What follows belongs to an exercise in optimizing a design on an open flow for small area and few clock cycles per item; a production flow would make more cautious choices. Where RTL was checked, it was by simulation tests only, not by an equivalence proof against the original.

==> flow/design.v <==
module aes_sbox (
    input  wire [7:0] in,
    output wire [7:0] out
);
    wire U0 = in[7], U1 = in[6], U2 = in[5], U3 = in[4];
    wire U4 = in[3], U5 = in[2], U6 = in[1], U7 = in[0];
    wire S0, S1, S2, S3, S4, S5, S6, S7;
    wire T1, T2, T3, T4, T5, T6, T7, T8, T9, T10, T11, T12;
    wire T13, T14, T15, T16, T17, T18, T19, T20, T21, T22, T23, T24;
    wire T25, T26, T27, M1, M2, M3, M4, M5, M6, M7, M8, M9;
    wire M10, M11, M12, M13, M14, M15, M16, M17, M18, M19, M20, M21;
    wire M22, M23, M24, M25, M26, M27, M28, M29, M30, M31, M32, M33;
    wire M34, M35, M36, M37, M38, M39, M40, M41, M42, M43, M44, M45;
    wire M46, M47, M48, M49, M50, M51, M52, M53, M54, M55, M56, M57;
    wire M58, M59, M60, M61, M62, M63, L0, L1, L2, L3, L4, L5;
    wire L6, L7, L8, L9, L10, L11, L12, L13, L14, L15, L16, L17;
    wire L18, L19, L20, L21, L22, L23, L24, L25, L26, L27, L28, L29;
    assign T1 = U0 ^ U3;
    assign T2 = U0 ^ U5;
    assign T3 = U0 ^ U6;
    assign T4 = U3 ^ U5;
    assign T5 = U4 ^ U6;
    assign T6 = T1 ^ T5;
    assign T7 = U1 ^ U2;
    assign T8 = U7 ^ T6;
    assign T9 = U7 ^ T7;
    assign T10 = T6 ^ T7;
    assign T11 = U1 ^ U5;
    assign T12 = U2 ^ U5;
    assign T13 = T3 ^ T4;
    assign T14 = T6 ^ T11;
    assign T15 = T5 ^ T11;
    assign T16 = T5 ^ T12;
    assign T17 = T9 ^ T16;
    assign T18 = U3 ^ U7;
    assign T19 = T7 ^ T18;
    assign T20 = T1 ^ T19;
    assign T21 = U6 ^ U7;
    assign T22 = T7 ^ T21;
    assign T23 = T2 ^ T22;
    assign T24 = T2 ^ T10;
    assign T25 = T20 ^ T17;
    assign T26 = T3 ^ T16;
    assign T27 = T1 ^ T12;
    assign M1 = T13 & T6;
    assign M2 = T23 & T8;
    assign M3 = T14 ^ M1;
    assign M4 = T19 & U7;
    assign M5 = M4 ^ M1;
    assign M6 = T3 & T16;
    assign M7 = T22 & T9;
    assign M8 = T26 ^ M6;
    assign M9 = T20 & T17;
    assign M10 = M9 ^ M6;
    assign M11 = T1 & T15;
    assign M12 = T4 & T27;
    assign M13 = M12 ^ M11;
    assign M14 = T2 & T10;
    assign M15 = M14 ^ M11;
    assign M16 = M3 ^ M2;
    assign M17 = M5 ^ T24;
    assign M18 = M8 ^ M7;
    assign M19 = M10 ^ M15;
    assign M20 = M16 ^ M13;
    assign M21 = M17 ^ M15;
    assign M22 = M18 ^ M13;
    assign M23 = M19 ^ T25;
    assign M24 = M22 ^ M23;
    assign M25 = M22 & M20;
    assign M26 = M21 ^ M25;
    assign M27 = M20 ^ M21;
    assign M28 = M23 ^ M25;
    assign M29 = M28 & M27;
    assign M30 = M26 & M24;
    assign M31 = M20 & M23;
    assign M32 = M27 & M31;
    assign M33 = M27 ^ M25;
    assign M34 = M21 & M22;
    assign M35 = M24 & M34;
    assign M36 = M24 ^ M25;
    assign M37 = M21 ^ M29;
    assign M38 = M32 ^ M33;
    assign M39 = M23 ^ M30;
    assign M40 = M35 ^ M36;
    assign M41 = M38 ^ M40;
    assign M42 = M37 ^ M39;
    assign M43 = M37 ^ M38;
    assign M44 = M39 ^ M40;
    assign M45 = M42 ^ M41;
    assign M46 = M44 & T6;
    assign M47 = M40 & T8;
    assign M48 = M39 & U7;
    assign M49 = M43 & T16;
    assign M50 = M38 & T9;
    assign M51 = M37 & T17;
    assign M52 = M42 & T15;
    assign M53 = M45 & T27;
    assign M54 = M41 & T10;
    assign M55 = M44 & T13;
    assign M56 = M40 & T23;
    assign M57 = M39 & T19;
    assign M58 = M43 & T3;
    assign M59 = M38 & T22;
    assign M60 = M37 & T20;
    assign M61 = M42 & T1;
    assign M62 = M45 & T4;
    assign M63 = M41 & T2;
    assign L0 = M61 ^ M62;
    assign L1 = M50 ^ M56;
    assign L2 = M46 ^ M48;
    assign L3 = M47 ^ M55;
    assign L4 = M54 ^ M58;
    assign L5 = M49 ^ M61;
    assign L6 = M62 ^ L5;
    assign L7 = M46 ^ L3;
    assign L8 = M51 ^ M59;
    assign L9 = M52 ^ M53;
    assign L10 = M53 ^ L4;
    assign L11 = M60 ^ L2;
    assign L12 = M48 ^ M51;
    assign L13 = M50 ^ L0;
    assign L14 = M52 ^ M61;
    assign L15 = M55 ^ L1;
    assign L16 = M56 ^ L0;
    assign L17 = M57 ^ L1;
    assign L18 = M58 ^ L8;
    assign L19 = M63 ^ L4;
    assign L20 = L0 ^ L1;
    assign L21 = L1 ^ L7;
    assign L22 = L3 ^ L12;
    assign L23 = L18 ^ L2;
    assign L24 = L15 ^ L9;
    assign L25 = L6 ^ L10;
    assign L26 = L7 ^ L9;
    assign L27 = L8 ^ L10;
    assign L28 = L11 ^ L14;
    assign L29 = L11 ^ L17;
    assign S0 = L6 ^ L24;
    assign S1 = ~(L16 ^ L26);
    assign S2 = ~(L19 ^ L28);
    assign S3 = L6 ^ L21;
    assign S4 = L20 ^ L22;
    assign S5 = L25 ^ L29;
    assign S6 = ~(L13 ^ L27);
    assign S7 = ~(L6 ^ L23);
    assign out = {S0, S1, S2, S3, S4, S5, S6, S7};
endmodule
module aes128_enc (
    input  wire         clk,
    input  wire         rst,         
    input  wire         start,
    input  wire [127:0] key,
    input  wire [127:0] block_in,
    output wire         ready,
    output reg          done,
    output wire [127:0] block_out
);
    reg  [7:0]  idle_q;
    wire        idle = idle_q[0];
    reg  [7:0]  rcon;
    wire        last = (rcon == 8'h36);
    reg [127:0] state;               
    reg [127:0] round_key;           
    assign ready = idle;
    wire [127:0] shifted;
    genvar r, c;
    generate
        for (c = 0; c < 4; c = c + 1) begin : g_col
            for (r = 0; r < 4; r = r + 1) begin : g_row
                assign shifted[127-8*(4*c+r) -: 8] = state[127-8*(4*(((c+r)%4))+r) -: 8];
            end
        end
    endgenerate
    assign block_out = shifted ^ round_key;
    function [7:0] xtime;
        input [7:0] a;
        xtime = {a[6:0], 1'b0} ^ (a[7] ? 8'h1b : 8'h00);
    endfunction
    wire [127:0] mixed;
    generate
        for (c = 0; c < 4; c = c + 1) begin : g_mix
            wire [7:0] a0 = shifted[127-32*c -: 8];
            wire [7:0] a1 = shifted[119-32*c -: 8];
            wire [7:0] a2 = shifted[111-32*c -: 8];
            wire [7:0] a3 = shifted[103-32*c -: 8];
            wire [7:0] p01 = a0 ^ a1;
            wire [7:0] p12 = a1 ^ a2;
            wire [7:0] p23 = a2 ^ a3;
            wire [7:0] p30 = a3 ^ a0;
            wire [7:0] t   = p01 ^ p23;
            assign mixed[127-32*c -: 8] = a0 ^ t ^ xtime(p01);
            assign mixed[119-32*c -: 8] = a1 ^ t ^ xtime(p12);
            assign mixed[111-32*c -: 8] = a2 ^ t ^ xtime(p23);
            assign mixed[103-32*c -: 8] = a3 ^ t ^ xtime(p30);
        end
    endgenerate
    wire [127:0] s_in, k_in;
    genvar g;
    generate
        for (g = 0; g < 4; g = g + 1) begin : g_in
            assign s_in[127-32*g -: 32] = idle_q[g]   ? block_in[127-32*g -: 32] : mixed[127-32*g -: 32];
            assign k_in[127-32*g -: 32] = idle_q[g+4] ? key[127-32*g -: 32]      : round_key[127-32*g -: 32];
        end
    endgenerate
    wire [127:0] x = s_in ^ k_in;
    wire [127:0] sub;
    genvar i;
    generate
        for (i = 0; i < 16; i = i + 1) begin : g_sbox
            aes_sbox u_sbox (.in(x[127-8*i -: 8]), .out(sub[127-8*i -: 8]));
        end
    endgenerate
    wire [31:0] w0 = k_in[127:96];
    wire [31:0] w1 = k_in[95:64];
    wire [31:0] w2 = k_in[63:32];
    wire [31:0] w3 = k_in[31:0];
    wire [31:0] sub_rot;             
    aes_sbox u_ks0 (.in(w3[23:16]), .out(sub_rot[31:24]));
    aes_sbox u_ks1 (.in(w3[15:8]),  .out(sub_rot[23:16]));
    aes_sbox u_ks2 (.in(w3[7:0]),   .out(sub_rot[15:8]));
    aes_sbox u_ks3 (.in(w3[31:24]), .out(sub_rot[7:0]));
    wire [31:0] n0 = w0 ^ sub_rot ^ {rcon, 24'h000000};
    wire [31:0] n1 = w1 ^ n0;
    wire [31:0] n2 = w2 ^ n1;
    wire [31:0] n3 = w3 ^ n2;
    integer j;
    always @(posedge clk) begin
        for (j = 0; j < 8; j = j + 1) begin
            if (rst)
                idle_q[j] <= 1'b1;
            else if (idle_q[j])
                idle_q[j] <= !start;
            else
                idle_q[j] <= last;
        end
    end
    always @(posedge clk) begin
        if (rst) begin
            rcon <= 8'h01;
            done <= 1'b0;
        end else begin
            done <= !idle && last;
            if (idle)
                rcon <= start ? 8'h02 : 8'h01;
            else if (last)
                rcon <= 8'h01;
            else
                rcon <= xtime(rcon);
        end
    end
    always @(posedge clk) begin
        state     <= sub;
        round_key <= {n0, n1, n2, n3};
    end
endmodule
Settings: LEC_CHECK=0, CAP_MARGIN=20, CELL_PAD_IN_SITES_DETAIL_PLACEMENT=0, CELL_PAD_IN_SITES_GLOBAL_PLACEMENT=0, CORE_MARGIN=2, CORE_UTILIZATION=72, CTS_BUF_LIST=sky130_fd_sc_hd__clkbuf_4 sky130_fd_sc_hd__clkbuf_8, SLEW_MARGIN=20; clock period 8.0 ns.
standard.sh (not shown) runs the stock make flow with config.mk's settings and CLKGATE_MAP_FILE= SYNTH_SCRIPT=/design/flow/synth_recipe.tcl, a recipe that flattens the netlist after the stock synthesis.
==> flow/flow/run.sh <==
#!/bin/bash
# Own layout flow: the standard flow (standard.sh) unchanged except for
# ABC's technology mapping in synthesis, which uses flow/abc_map.script
# (area-oriented mapping) in place of ORFS's speed script. Yosys's passes,
# register names, floorplan, placement, CTS, routing and finish are the
# standard flow's. Run in the standard flow's work folder: bash flow/run.sh
set -euo pipefail
W=$(pwd)
F=$W/flow

# Synthesis script: synth_recipe.tcl with the abc call's -script replaced.
{
  head -n 1 synth_recipe.tcl
  cat <<TCL
proc abc {args} {
  set i [lsearch -exact \$args -script]
  if {\$i >= 0} { lset args [expr {\$i + 1}] $F/abc_map.script }
  yosys abc {*}\$args
}
TCL
  tail -n +2 synth_recipe.tcl
} > my_synth.tcl

sed "s#$W/synth_recipe.tcl#$W/my_synth.tcl#g" standard.sh > my_standard.sh
grep -q "my_synth.tcl" my_standard.sh

bash my_standard.sh \
  ADDER_MAP_FILE= \
  BUFFER_PORTS_ARGS="-buffer_cell sky130_fd_sc_hd__buf_1" \
  CTS_ARGS="-sink_clustering_enable -repair_clock_nets -dont_use_dummy_load -sink_clustering_size 16 -sink_clustering_max_diameter 80 -buf_list {sky130_fd_sc_hd__clkbuf_4 sky130_fd_sc_hd__clkbuf_8}" \
  finish > flow_make.log 2>&1
==> flow/flow/abc_map.script <==
&get -n
&dch
&nf -R 1000
&put
Testbench counts at the start, summed over its fixed seeds: cycles 16,008, blocks 1,600.
Edit:
--- a/flow/design.v
+++ b/flow/design.v
@@ -154,10 +154,9 @@
     output wire         ready,
     output reg          done,
     output wire [127:0] block_out
 );
-    reg  [7:0]  idle_q;
-    wire        idle = idle_q[0];
+    reg         idle;                
     reg  [7:0]  rcon;
     wire        last = (rcon == 8'h36);
     reg [127:0] state;               
     reg [127:0] round_key;           
@@ -185,24 +184,20 @@
             wire [7:0] a3 = shifted[103-32*c -: 8];
             wire [7:0] p01 = a0 ^ a1;
             wire [7:0] p12 = a1 ^ a2;
             wire [7:0] p23 = a2 ^ a3;
-            wire [7:0] p30 = a3 ^ a0;
             wire [7:0] t   = p01 ^ p23;
-            assign mixed[127-32*c -: 8] = a0 ^ t ^ xtime(p01);
-            assign mixed[119-32*c -: 8] = a1 ^ t ^ xtime(p12);
-            assign mixed[111-32*c -: 8] = a2 ^ t ^ xtime(p23);
-            assign mixed[103-32*c -: 8] = a3 ^ t ^ xtime(p30);
+            wire [7:0] xt  = xtime(t);
+            wire [7:0] d0  = t ^ xtime(p01);
+            wire [7:0] d1  = t ^ xtime(p12);
+            assign mixed[127-32*c -: 8] = a0 ^ d0;
+            assign mixed[119-32*c -: 8] = a1 ^ d1;
+            assign mixed[111-32*c -: 8] = a2 ^ d0 ^ xt;
+            assign mixed[103-32*c -: 8] = a3 ^ d1 ^ xt;
         end
     endgenerate
-    wire [127:0] s_in, k_in;
-    genvar g;
-    generate
-        for (g = 0; g < 4; g = g + 1) begin : g_in
-            assign s_in[127-32*g -: 32] = idle_q[g]   ? block_in[127-32*g -: 32] : mixed[127-32*g -: 32];
-            assign k_in[127-32*g -: 32] = idle_q[g+4] ? key[127-32*g -: 32]      : round_key[127-32*g -: 32];
-        end
-    endgenerate
+    wire [127:0] s_in = idle ? block_in : mixed;
+    wire [127:0] k_in = idle ? key      : round_key;
     wire [127:0] x = s_in ^ k_in;
     wire [127:0] sub;
     genvar i;
     generate
@@ -222,31 +217,24 @@
     wire [31:0] n0 = w0 ^ sub_rot ^ {rcon, 24'h000000};
     wire [31:0] n1 = w1 ^ n0;
     wire [31:0] n2 = w2 ^ n1;
     wire [31:0] n3 = w3 ^ n2;
-    integer j;
-    always @(posedge clk) begin
-        for (j = 0; j < 8; j = j + 1) begin
-            if (rst)
-                idle_q[j] <= 1'b1;
-            else if (idle_q[j])
-                idle_q[j] <= !start;
-            else
-                idle_q[j] <= last;
-        end
-    end
     always @(posedge clk) begin
         if (rst) begin
+            idle <= 1'b1;
             rcon <= 8'h01;
             done <= 1'b0;
         end else begin
             done <= !idle && last;
-            if (idle)
+            if (idle) begin
+                idle <= !start;
                 rcon <= start ? 8'h02 : 8'h01;
-            else if (last)
+            end else if (last) begin
+                idle <= 1'b1;
                 rcon <= 8'h01;
-            else
+            end else begin
                 rcon <= xtime(rcon);
+            end
         end
     end
     always @(posedge clk) begin
         state     <= sub;
Outcome: The changed run produced a clean layout; via count went down by 1.1%; first-iteration DRC count climbs by 6.5%; final area rose by 3.0%; clock skew shrinks by 0.0055 ns; worst setup slack got worse by 0.087 ns; core utilization grows by 4.0 points; count of clock-buffer cells in the layout is lower by 1; global-route usage rose by 0.18 points; register-to-register slack degrades by 0.09 ns; hold slack is better by 0.0054 ns; non-clock buffer count falls by 28.
Only the layout flow was run in the second run of this note; the RTL was not checked for function there.

* * *

Setup of north:
Starts from the design.v that is shown in full above.
clock: 8.0 ns
lec_check: 0
cap_margin: 20
cell_pad_in_sites_detail_placement: 0
cell_pad_in_sites_global_placement: 1
core_margin: 2
core_utilization: 65
cts_buf_list: sky130_fd_sc_hd__clkbuf_4 sky130_fd_sc_hd__clkbuf_8
slew_margin: 20
==> flow/flow/run.sh <==
#!/bin/bash
# Own layout flow: the standard flow (standard.sh) unchanged except for
# ABC's technology mapping in synthesis, which uses flow/abc_map.script
# (area-oriented mapping) in place of ORFS's speed script. Yosys's passes,
# register names, floorplan, placement, CTS, routing and finish are the
# standard flow's. Run in the standard flow's work folder: bash flow/run.sh
set -euo pipefail
W=$(pwd)
F=$W/flow

# Synthesis script: synth_recipe.tcl with the abc call's -script replaced.
{
  head -n 1 synth_recipe.tcl
  cat <<TCL
proc abc {args} {
  set i [lsearch -exact \$args -script]
  if {\$i >= 0} { lset args [expr {\$i + 1}] $F/abc_map.script }
  yosys abc {*}\$args
}
TCL
  tail -n +2 synth_recipe.tcl
} > my_synth.tcl

sed "s#$W/synth_recipe.tcl#$W/my_synth.tcl#g" standard.sh > my_standard.sh
grep -q "my_synth.tcl" my_standard.sh

# Port buffers: the smallest buffer instead of the one buffer_ports picks.
# No extraction of half adders before ABC (ADDER_MAP_FILE empty).
bash my_standard.sh ADDER_MAP_FILE= BUFFER_PORTS_ARGS="-buffer_cell sky130_fd_sc_hd__buf_1" finish > flow_make.log 2>&1
Scripts as last shown in full above: flow/flow/abc_map.script
Testbench counts of north, summed over its fixed seeds: cycles 16,008, blocks 1,600.
[inputs] south vs north
--- a/flow/design.v
+++ b/flow/design.v
@@ -185,14 +185,16 @@
             wire [7:0] a3 = shifted[103-32*c -: 8];
             wire [7:0] p01 = a0 ^ a1;
             wire [7:0] p12 = a1 ^ a2;
             wire [7:0] p23 = a2 ^ a3;
-            wire [7:0] p30 = a3 ^ a0;
             wire [7:0] t   = p01 ^ p23;
-            assign mixed[127-32*c -: 8] = a0 ^ t ^ xtime(p01);
-            assign mixed[119-32*c -: 8] = a1 ^ t ^ xtime(p12);
-            assign mixed[111-32*c -: 8] = a2 ^ t ^ xtime(p23);
-            assign mixed[103-32*c -: 8] = a3 ^ t ^ xtime(p30);
+            wire [7:0] xt  = xtime(t);
+            wire [7:0] d0  = t ^ xtime(p01);
+            wire [7:0] d1  = t ^ xtime(p12);
+            assign mixed[127-32*c -: 8] = a0 ^ d0;
+            assign mixed[119-32*c -: 8] = a1 ^ d1;
+            assign mixed[111-32*c -: 8] = a2 ^ d0 ^ xt;
+            assign mixed[103-32*c -: 8] = a3 ^ d1 ^ xt;
         end
     endgenerate
     wire [127:0] s_in, k_in;
     genvar g;
==> comparison <==
- On core utilization, south and north are basically level.
- Compared with north, maximum number of pins on one net before global-route repair in south increased by a few percent.
- south: PASS, flow complete, no timing, DRC or antenna violations
- The cell at the slowest stage of the critical path comes out xnor2_1 in one run and dfxtp_2 in the other, namely in south and north respectively.
- [compare] base=north new=south: number of clock-tree buffers in the layout saw an increase.
- south vs north — minimum period implied by the final worst setup slack rose 0.26 ns.
- Any difference in layout net count between south and north is small enough to ignore.
- Compared to north, south has worst setup slack after layout 0.26 ns lower.
Function not checked in south: the RTL went through the layout flow alone.

port drivers added, routing unchanged:
How much do the figures lean on ideal ports? The routed layouts below were timed once more, with nothing changed but the port constraints. Step 1 (the two cells are an assumption about what drives the block):
set clk [get_ports {clk}]
set_driving_cell -lib_cell sky130_fd_sc_hd__clkbuf_16 $clk
set_driving_cell -lib_cell sky130_fd_sc_hd__buf_2 [delete_from_list [all_inputs] $clk]
Step 2 moves the port delays by t, midway between the first and last clock arrival at a register: inputs arrive t later, outputs are due t later. That takes back most of the time a late clock gives input paths. a / b / c = ideal / step 1 / step 2; a / b = the first two.
run	shift t [ns]	setup slack, ns	worst slew at a driven data input, ns
the first run of note 1	0.679	0.790 / 0.790 / 0.255	0.07
the second run of note 1	0.670	0.702 / 0.702 / 0.421	0.11
north	0.711	0.757 / 0.757 / 0.143	0.08
south	0.724	0.492 / 0.492 / 0.265	0.07
After both steps every run listed still meets setup and hold. For north, which loses most, drivers alone change the setup slack by 0.000 ns; drivers and shift together by -0.614 ns.
